Source: an optimization exercise on an open RTL-to-GDS flow (aim: small area, a short achievable clock period and few clock cycles per item). Production flows keep margins and buffers that such runs may drop.
Function was checked by simulation only, so behaviour that the tests miss may differ from the original.

<file path="design/flow/run.sh">
#!/bin/bash
# synth_recipe.tcl (not shown) runs the flow's synth.tcl, then flattens the netlist and writes it again
# the make line also repeats each setting of config.mk as NAME=value (left out here)
make -C /OpenROAD-flow-scripts/flow DESIGN_CONFIG=/design/flow/config.mk WORK_HOME=/design/flow/orfs CLKGATE_MAP_FILE= SYNTH_SCRIPT=/design/flow/synth_recipe.tcl finish
</file>
<file path="design/flow/constraint.sdc">
create_clock -name core_clock -period 40.0 [get_ports {clk}]
set_input_delay 8.0000 -clock core_clock [delete_from_list [all_inputs] [get_ports {clk}]]
set_output_delay 8.0000 -clock core_clock [all_outputs]
set_load 0.01 [all_outputs]
</file>
<file path="design/flow/design.v">
module law_unit (
    input  wire        clk,
    input  wire        rst,           
    input  wire        in_valid,
    output wire        in_ready,
    input  wire [15:0] qa,            
    input  wire [15:0] qb,
    input  wire [15:0] qc,
    input  wire [15:0] qd,
    input  wire        is_x,          
    input  wire [15:0] target,        
    input  wire [15:0] kp,            
    input  wire [15:0] ki,
    input  wire [15:0] a,
    input  wire [15:0] b,
    input  wire [15:0] krep,
    input  wire [15:0] shifts,        
    input  wire [15:0] ilim,          
    input  wire [15:0] u_min,         
    input  wire [15:0] u_max,         
    input  wire [15:0] rep_ahead,     
    input  wire [15:0] rep_now,       
    input  wire [15:0] rep_f,         
    input  wire [15:0] rep_l,         
    input  wire [15:0] ff,            
    input  wire [15:0] dith,          
    input  wire [39:0] i_in,          
    input  wire [31:0] d_in,          
    input  wire [15:0] e_prev_in,     
    input  wire        out_now_in,    
    output reg         out_valid,
    output reg  [15:0] m,             
    output reg  [15:0] e,             
    output reg  [15:0] u,             
    output reg  [39:0] i_out,         
    output reg  [31:0] d_out,         
    output reg  [15:0] rep_new,       
    output reg  [3:0]  flags          
);
    localparam ST_IDLE = 2'd0;
    localparam ST_DIV  = 2'd1;
    localparam ST_CALC = 2'd2;
    localparam signed [47:0] ACC_MAX = 48'sh00_7F_FFFF_FFFF;    
    localparam signed [47:0] ACC_MIN = -48'sh00_80_0000_0000;   
    reg [1:0] state;
    reg [4:0] count;
    reg [15:0] r_target, r_kp, r_ki, r_a, r_b, r_krep, r_shifts, r_ilim;
    reg [15:0] r_u_min, r_u_max, r_rep_ahead, r_rep_now, r_rep_f, r_rep_l;
    reg [15:0] r_ff, r_dith, r_e_prev;
    reg [39:0] r_i;
    reg [31:0] r_d;
    reg        r_out_now;
    reg [17:0] r_s;
    reg        r_neg;
    reg [16:0] r_low;       
    reg [18:0] r_rem;       
    reg [16:0] r_quo;       
    assign in_ready = (state == ST_IDLE);
    wire [17:0] s_w   = {2'b00, qa} + {2'b00, qb} + {2'b00, qc} + {2'b00, qd};
    wire [17:0] pos_w = is_x ? ({2'b00, qa} + {2'b00, qd}) : ({2'b00, qa} + {2'b00, qb});
    wire [17:0] neg_w = is_x ? ({2'b00, qb} + {2'b00, qc}) : ({2'b00, qc} + {2'b00, qd});
    wire        sign_w = pos_w < neg_w;
    wire [17:0] mag_w  = sign_w ? (neg_w - pos_w) : (pos_w - neg_w);
    wire [33:0] dvd_w = {mag_w, 16'd0};
    wire [18:0] trial = {r_rem[17:0], r_low[16]};
    wire        fits  = trial >= {1'b0, r_s};
    function signed [39:0] clamp40;
        input signed [47:0] x;
        begin
            if (x > ACC_MAX)      clamp40 = ACC_MAX[39:0];
            else if (x < ACC_MIN) clamp40 = ACC_MIN[39:0];
            else                  clamp40 = x[39:0];
        end
    endfunction
    function ovf40;
        input signed [47:0] x;
        begin
            ovf40 = (x > ACC_MAX) || (x < ACC_MIN);
        end
    endfunction
    function signed [15:0] sat16;
        input signed [24:0] x;
        begin
            if (x > 25'sd32767)       sat16 = 16'sh7FFF;
            else if (x < -25'sd32768) sat16 = 16'sh8000;
            else                      sat16 = x[15:0];
        end
    endfunction
    wire [3:0] s_kp  = r_shifts[3:0];
    wire [3:0] s_ki  = r_shifts[7:4];
    wire [3:0] s_b   = r_shifts[11:8];
    wire [3:0] s_rep = r_shifts[15:12];
    wire signed [18:0] q_mag   = {2'b00, r_quo};
    wire               q_inex  = (r_rem != 19'd0);
    wire signed [18:0] q_floor = r_neg ? -(q_mag + {18'd0, q_inex}) : q_mag;
    wire signed [18:0] q_rnd   = (q_floor + 19'sd1) >>> 1;
    wire signed [15:0] m_w     = (r_s == 18'd0) ? 16'sd0 : sat16({{6{q_rnd[18]}}, q_rnd});
    wire signed [16:0] e_raw = $signed({r_target[15], r_target}) - $signed({m_w[15], m_w});
    wire               e_sat = (e_raw > 17'sd32767) || (e_raw < -17'sd32768);
    wire signed [15:0] e_w   = sat16({{8{e_raw[16]}}, e_raw});
    wire signed [31:0] ki_e     = $signed(r_ki) * e_w;
    wire signed [47:0] ki_sh    = $signed({{16{ki_e[31]}}, ki_e}) <<< s_ki;
    wire signed [39:0] ki_term  = clamp40(ki_sh);
    wire               ki_ovf   = ovf40(ki_sh);
    wire signed [40:0] i_sum    = $signed(r_i) + ki_term;
    wire signed [40:0] i_lim    = r_ilim[15] ? 41'sd0 : $signed({11'd0, r_ilim[14:0], 15'd0});
    wire signed [40:0] i_clmp   = (i_sum > i_lim) ? i_lim : (i_sum < -i_lim) ? -i_lim : i_sum;
    wire               i_clamped = (i_clmp != i_sum);
    wire signed [39:0] i_w      = r_out_now ? $signed(r_i) : i_clmp[39:0];
    wire               int_sat  = !r_out_now && i_clamped;
    wire signed [16:0] de       = $signed({e_w[15], e_w}) - $signed({r_e_prev[15], r_e_prev});
    wire signed [32:0] b_de     = $signed(r_b) * de;
    wire signed [47:0] b_sh     = $signed({{15{b_de[32]}}, b_de}) <<< s_b;
    wire signed [39:0] b_term   = clamp40(b_sh);
    wire               b_ovf    = ovf40(b_sh);
    wire signed [33:0] d_q30    = $signed({r_d, 2'b00});
    wire signed [49:0] a_d      = $signed(r_a) * d_q30;
    wire signed [49:0] a_d_r    = (a_d + 50'sd16384) >>> 15;
    wire signed [40:0] d_raw    = b_term + $signed(a_d_r[40:0]);
    wire signed [40:0] D_LIM    = 41'sh002_0000_0000;      
    wire signed [40:0] d_w      = (d_raw > D_LIM) ? D_LIM : (d_raw < -D_LIM) ? -D_LIM : d_raw;
    wire               d_clamped = (d_w != d_raw);
    wire signed [31:0] kp_e     = $signed(r_kp) * e_w;
    wire signed [47:0] kp_sh    = $signed({{16{kp_e[31]}}, kp_e}) <<< s_kp;
    wire signed [39:0] kp_term  = clamp40(kp_sh);
    wire               kp_ovf   = ovf40(kp_sh);
    wire signed [31:0] kr_r     = $signed(r_krep) * $signed(r_rep_ahead);
    wire signed [47:0] kr_sh    = $signed({{16{kr_r[31]}}, kr_r}) <<< s_rep;
    wire signed [39:0] kr_term  = clamp40(kr_sh);
    wire               kr_ovf   = ovf40(kr_sh);
    wire signed [47:0] ff_term  = $signed({{17{r_ff[15]}}, r_ff, 15'd0});
    wire signed [47:0] dt_term  = $signed({{17{r_dith[15]}}, r_dith, 15'd0});
    wire signed [47:0] acc_raw  = $signed({{8{kp_term[39]}}, kp_term})
                                + $signed({{8{i_w[39]}}, i_w})
                                + $signed({{7{d_w[40]}}, d_w})
                                + $signed({{8{kr_term[39]}}, kr_term})
                                + ff_term + dt_term;
    wire signed [39:0] acc_w    = clamp40(acc_raw);
    wire               acc_ovf  = ovf40(acc_raw);
    wire signed [40:0] acc_rnd  = ($signed({acc_w[39], acc_w}) + 41'sd16384) >>> 15;
    wire signed [25:0] u_raw    = acc_rnd[25:0];
    wire signed [25:0] u_lo     = $signed({{10{r_u_min[15]}}, r_u_min});
    wire signed [25:0] u_hi     = $signed({{10{r_u_max[15]}}, r_u_max});
    wire signed [25:0] u_clmp   = (u_raw < u_lo) ? u_lo : (u_raw > u_hi) ? u_hi : u_raw;
    wire               out_sat  = (u_clmp != u_raw);
    wire signed [40:0] d_rnd    = (d_w + 41'sd2) >>> 2;
    wire signed [31:0] d_st     = (d_rnd > 41'sh000_7FFF_FFFF) ? 32'sh7FFF_FFFF
                                : (d_rnd < -41'sh000_8000_0000) ? 32'sh8000_0000
                                : d_rnd[31:0];
    wire signed [31:0] rf_r     = $signed(r_rep_f) * $signed(r_rep_now);
    wire signed [31:0] rl_e     = $signed(r_rep_l) * e_w;
    wire signed [32:0] rep_sum  = $signed({rf_r[31], rf_r}) + $signed({rl_e[31], rl_e});
    wire signed [32:0] rep_rnd  = (rep_sum + 33'sd16384) >>> 15;
    wire signed [15:0] rep_w    = sat16(rep_rnd[24:0]);
    wire               rep_sat  = ($signed({{9{rep_w[15]}}, rep_w}) != rep_rnd[24:0]);
    wire acc_sat = e_sat || (!r_out_now && ki_ovf) || b_ovf || d_clamped
                 || kp_ovf || kr_ovf || acc_ovf;
    always @(posedge clk) begin
        if (rst) begin
            state     <= ST_IDLE;
            count     <= 5'd0;
            out_valid <= 1'b0;
        end else begin
            out_valid <= 1'b0;
            case (state)
                ST_IDLE: begin
                    if (in_valid) begin
                        r_target    <= target;
                        r_kp        <= kp;
                        r_ki        <= ki;
                        r_a         <= a;
                        r_b         <= b;
                        r_krep      <= krep;
                        r_shifts    <= shifts;
                        r_ilim      <= ilim;
                        r_u_min     <= u_min;
                        r_u_max     <= u_max;
                        r_rep_ahead <= rep_ahead;
                        r_rep_now   <= rep_now;
                        r_rep_f     <= rep_f;
                        r_rep_l     <= rep_l;
                        r_ff        <= ff;
                        r_dith      <= dith;
                        r_i         <= i_in;
                        r_d         <= d_in;
                        r_e_prev    <= e_prev_in;
                        r_out_now   <= out_now_in;
                        r_s         <= s_w;
                        r_neg       <= sign_w;
                        r_rem       <= {2'b00, dvd_w[33:17]};
                        r_low       <= dvd_w[16:0];
                        r_quo       <= 17'd0;
                        count       <= 5'd0;
                        state       <= ST_DIV;
                    end
                end
                ST_DIV: begin
                    r_rem <= fits ? (trial - {1'b0, r_s}) : trial;
                    r_quo <= {r_quo[15:0], fits};
                    r_low <= {r_low[15:0], 1'b0};
                    count <= count + 5'd1;
                    if (count == 5'd16)
                        state <= ST_CALC;
                end
                ST_CALC: begin
                    m         <= m_w;
                    e         <= e_w;
                    u         <= u_clmp[15:0];
                    i_out     <= i_w;
                    d_out     <= d_st;
                    rep_new   <= rep_w;
                    flags     <= {rep_sat, acc_sat, int_sat, out_sat};
                    out_valid <= 1'b1;
                    state     <= ST_IDLE;
                end
                default: state <= ST_IDLE;
            endcase
        end
    end
endmodule
</file>
<file path="design/flow/config.mk">
export PLATFORM = sky130hd
export DESIGN_NAME = law_unit
export DESIGN_NICKNAME = law_unit
export VERILOG_FILES = /design/flow/design.v
export SDC_FILE = /design/flow/constraint.sdc
export NUM_CORES = 4
export LEC_CHECK = 0
export CAP_MARGIN = 20
export CORE_MARGIN = 2
export CORE_UTILIZATION = 35
export SLEW_MARGIN = 20
</file>
==> parameters.txt <==
Parameter                              Value

Run status
  Status    finished clean

Placed design
  Post-detailed-placement half-perimeter wirelength    between 300 and 400 mm
  Final weighted congestion of routability-driven global placement    approximately 1
  Dpl cell area    140000 µm²
  Port buffer count    between 500 and 600

Layout
  Leading cell type in the layout, fill and taps excluded    sky130_fd_sc_hd__inv_1
  Filler cells    approximately 37000
  Fin nets    between 15000 and 20000
  Post-route core utilization    0.389
  Layout overhead on the synthesized area    10.5%
  Most used cells in the layout excluding fill and tap cells    sky130_fd_sc_hd__inv_1 (2765), sky130_fd_sc_hd__fa_1 (2290), sky130_fd_sc_hd__nand2_1 (1685)
  Area of all placed cells without fillers    142000 µm²
  Layout cells sized above 1    0.0357

STA
  Final total negative setup slack    0 ns
  Portion of the clock cycle consumed by the worst path in the final layout    0.931
  FMAX    around 27 MHz
  RSZ-0062 raised after global routing    false
  Final-report hold violation count    0
  Number of max-slew violations in the final report    0
  Final critical path time including I/O delays and setup    around 37 ns
  Transition at the pin with the smallest max-transition slack    approximately 1.2 ns
  Worst Skew    0.102 ns
  Final setup vio count    0
  Headroom to the max-slew limit    0.178

Synthesis
  Netlist Area Pre-Place    approximately 130000 µm²
  Proportion of netlist area held by the largest area contributor    0.356
  Predominant post-synthesis flop cell    sky130_fd_sc_hd__edfxtp_1
  Fraction of registers with async set/reset    0
  Most area-consuming cells after synthesis    sky130_fd_sc_hd__fa_1 (36%), sky130_fd_sc_hd__edfxtp_1 (13%), sky130_fd_sc_hd__ha_1 (9.6%)
  Post-Syn Area per Cell    roughly 9 µm²
  Mapped Nets    18000
  Register area share after synthesis    0.127
  Number of distinct library cells after synthesis    approximately 120
  Synth Register Bits    approximately 550
  Number of enable flip-flop cells after synthesis    541
  YS warnings    1
  Cell accounting for the most synthesized area    sky130_fd_sc_hd__fa_1
  Post-Synthesis Cells    14300

Clock tree
  H-tree depth reported by CTS    3
  TritonCTS clock tree    yes
  Number of sinks driven by the clock tree    549
  Maximum root-to-sink buffer count    4
  CTS buffer count    around 80
  Clk latency of the worst-skew pair    0.83 ns
  Clock tree root driver cell    sky130_fd_sc_hd__clkbuf_16
  Clock-pin slew on the worst setup and hold paths    0.07 ns

Worst setup path
  Crit path capture type    flop
  Data arrival time of the worst path    between 30 and 40 ns
  Most frequent cell on the critical path    sky130_fd_sc_hd__o21ai_0
  Req. time, crit path    40.59 ns
  Slowest CP cell    sky130_fd_sc_hd__o21ai_0
  Max incr delay on CP    0.69 ns
  Sort of element at the start of the critical path    flop
  Worst Setup Path Type    reg -> reg
  Biggest fanout along the worst timing path    33

Global routing
  Number of global-route vias before repair    103000
  Global-route wire length before repair    roughly 650 mm
  Global-route congestion overflow total    0
  Antenna violations before repair    21
  Global-route usage over all layers    0.231
  Largest net degree at the start of global routing    66

Floorplan
  Horizontal die dimension    611 µm
  Core footprint    366000 µm²
  Vert. Die Dim    611 µm
  Total Die Area    around 370000 µm²
  Starting Density    0.352
  Number of rows created at floorplan    between 200 and 250
  I/O pin total    555

Worst hold path
  Class of the worst hold path    reg -> reg

Job
  Max-cap check violation count    0

Routing
  Starting DRT DRC Count    approximately 7000
  Post-DR vias/cell    roughly 5.1
  Count of vias placed by the detailed router    between 90000 and 100k
  Total DRC errors in the routed layout    0
  Routed wire per std cell    ~22 µm
  First-pass iteration count of the detailed router    5
  Post-route ant nets    0
  Total wire length after detailed routing    between 400 and 500 mm
state kept, by name, summed over array words and instances (netlist names), 17 cells and up:
register / count
r_d: 32
r_s: 18
d_out: 32
i_out: 40
r_quo: 17
r_i: 40
r_rem: 19
cell usage after synthesis (89+ instances only):
master / n
sky130_fd_sc_hd__and2_1: 749
sky130_fd_sc_hd__inv_1: 2765
sky130_fd_sc_hd__o21a_1: 89
sky130_fd_sc_hd__nor2_1: 576
sky130_fd_sc_hd__nor2b_1: 135
sky130_fd_sc_hd__ha_1: 990
sky130_fd_sc_hd__fa_1: 2290
sky130_fd_sc_hd__edfxtp_1: 541
sky130_fd_sc_hd__nand2_1: 1687
sky130_fd_sc_hd__nand4_1: 92
sky130_fd_sc_hd__xnor2_1: 396
sky130_fd_sc_hd__nor3_1: 126
sky130_fd_sc_hd__nand3_1: 174
sky130_fd_sc_hd__clkbuf_1: 558
sky130_fd_sc_hd__a21oi_1: 586
sky130_fd_sc_hd__o21ai_0: 488
sky130_fd_sc_hd__mux2i_1: 223
sky130_fd_sc_hd__xor2_1: 167
sky130_fd_sc_hd__o21bai_1: 90
sky130_fd_sc_hd__a21o_1: 276
sky130_fd_sc_hd__nand2b_1: 158
cells by family after synthesis:
group	after synthesis	share of synthesized area
compound gates	2120	0.106
xor+xnor	566	0.0387
fa+ha+maj	3283	0.452
buf+inv	3391	0.0992
flops	549	0.127
mux	301	0.0245
simple gates	4048	0.152
critical path: cells and delay by family (launching register included):
family	cells	cell delay (ns)
XOR/XNOR	2	0.70
AND/OR/NAND/NOR	39	11.16
adder cells (fa/ha/maj)	20	8.47
multiplexers	1	0.33
AO/OA/AOI/OAI	58	13.25
flip-flops	1	0.43
buffers and inverters	15	2.56
per-layer routing:
layer,part of all wire,global-route usage,vias up
li1,-,-,45700
met1,0.43,0.311,50200
met2,0.46,0.374,2891
met3,0.056,0.0291,502
met4,0.050,0.0956,6
met5,0.000099,0,-
cell type report:
type | instances | area, µm² | share of cell area
Multi-Input combinational cell | 10300 | 99900 | 0.702
Timing Repair Buffer | 735 | 6940 | 0.0488
Inverter | 2773 | 10400 | 0.0732
Clock inverter | 48 | 562 | 0.00395
Sequential cell | 549 | 16400 | 0.115
Antenna cell | 14 | 35.0 | 0.000246
Clock buffer | 86 | 1990 | 0.0140
Tap cell | 4816 | 6030 | 0.0424
what timing repair did:
item,4_1_cts,5_1_grt
hold buffers,0,0
setup endpoints to repair,0,1
hold endpoints to repair,0,0
buffers inserted,0,3
gates resized for setup,0,3
through the flow:
| step | setup WS [ns] | cells | hold slack, ns |
|---|---|---|---|
| after detailed placement | 2.66 | 19200 | 0.486 |
| after global placement | 3.28 | 19200 | 0.464 |
| final | 2.74 | 19300 | 0.488 |
| after floorplan | 8.75 | 14300 | 0.452 |
| after CTS | 2.54 | 19300 | 0.493 |
| after global routing | 0.131 | 19300 | 0.523 |
final timing paths:
check                                end  slack, ns  startpoint  depth (start not counted)
worst max-delay path            flags[0]       2.74   r_rem[14]                        135
worst min-delay path            count[4]       0.49    count[4]                          2
worst max register to register  flags[0]       2.74   r_rem[14]                        135
worst min register to register  count[4]       0.49    count[4]                          2
Testbench counts, summed over its fixed seeds: cycles 91,200, items 4,800.

-- afterwards: timing with drivers on the ports --
Ports are ideal in the flow. The routed layout listed here was re-timed in OpenROAD. Step 1, drivers: a clkbuf_16 drives clk and a buf_2 each remaining input, both assumed. Step 2 moves the port delays by t, midway between the first and last clock arrival at a register: inputs arrive t later, outputs are due t later. That takes back most of the time a late clock gives input paths. Three values: ideal, step 1, step 2; two values: the first two.
t, ns: 0.902
setup slack, ns: 2.745 / 2.745 / 2.745
clock arrival spread, ns: 0.111 / 0.110
After both steps this run still meets setup and hold. For this run, drivers alone change the setup slack by 0.000 ns; drivers and shift together by 0.000 ns.
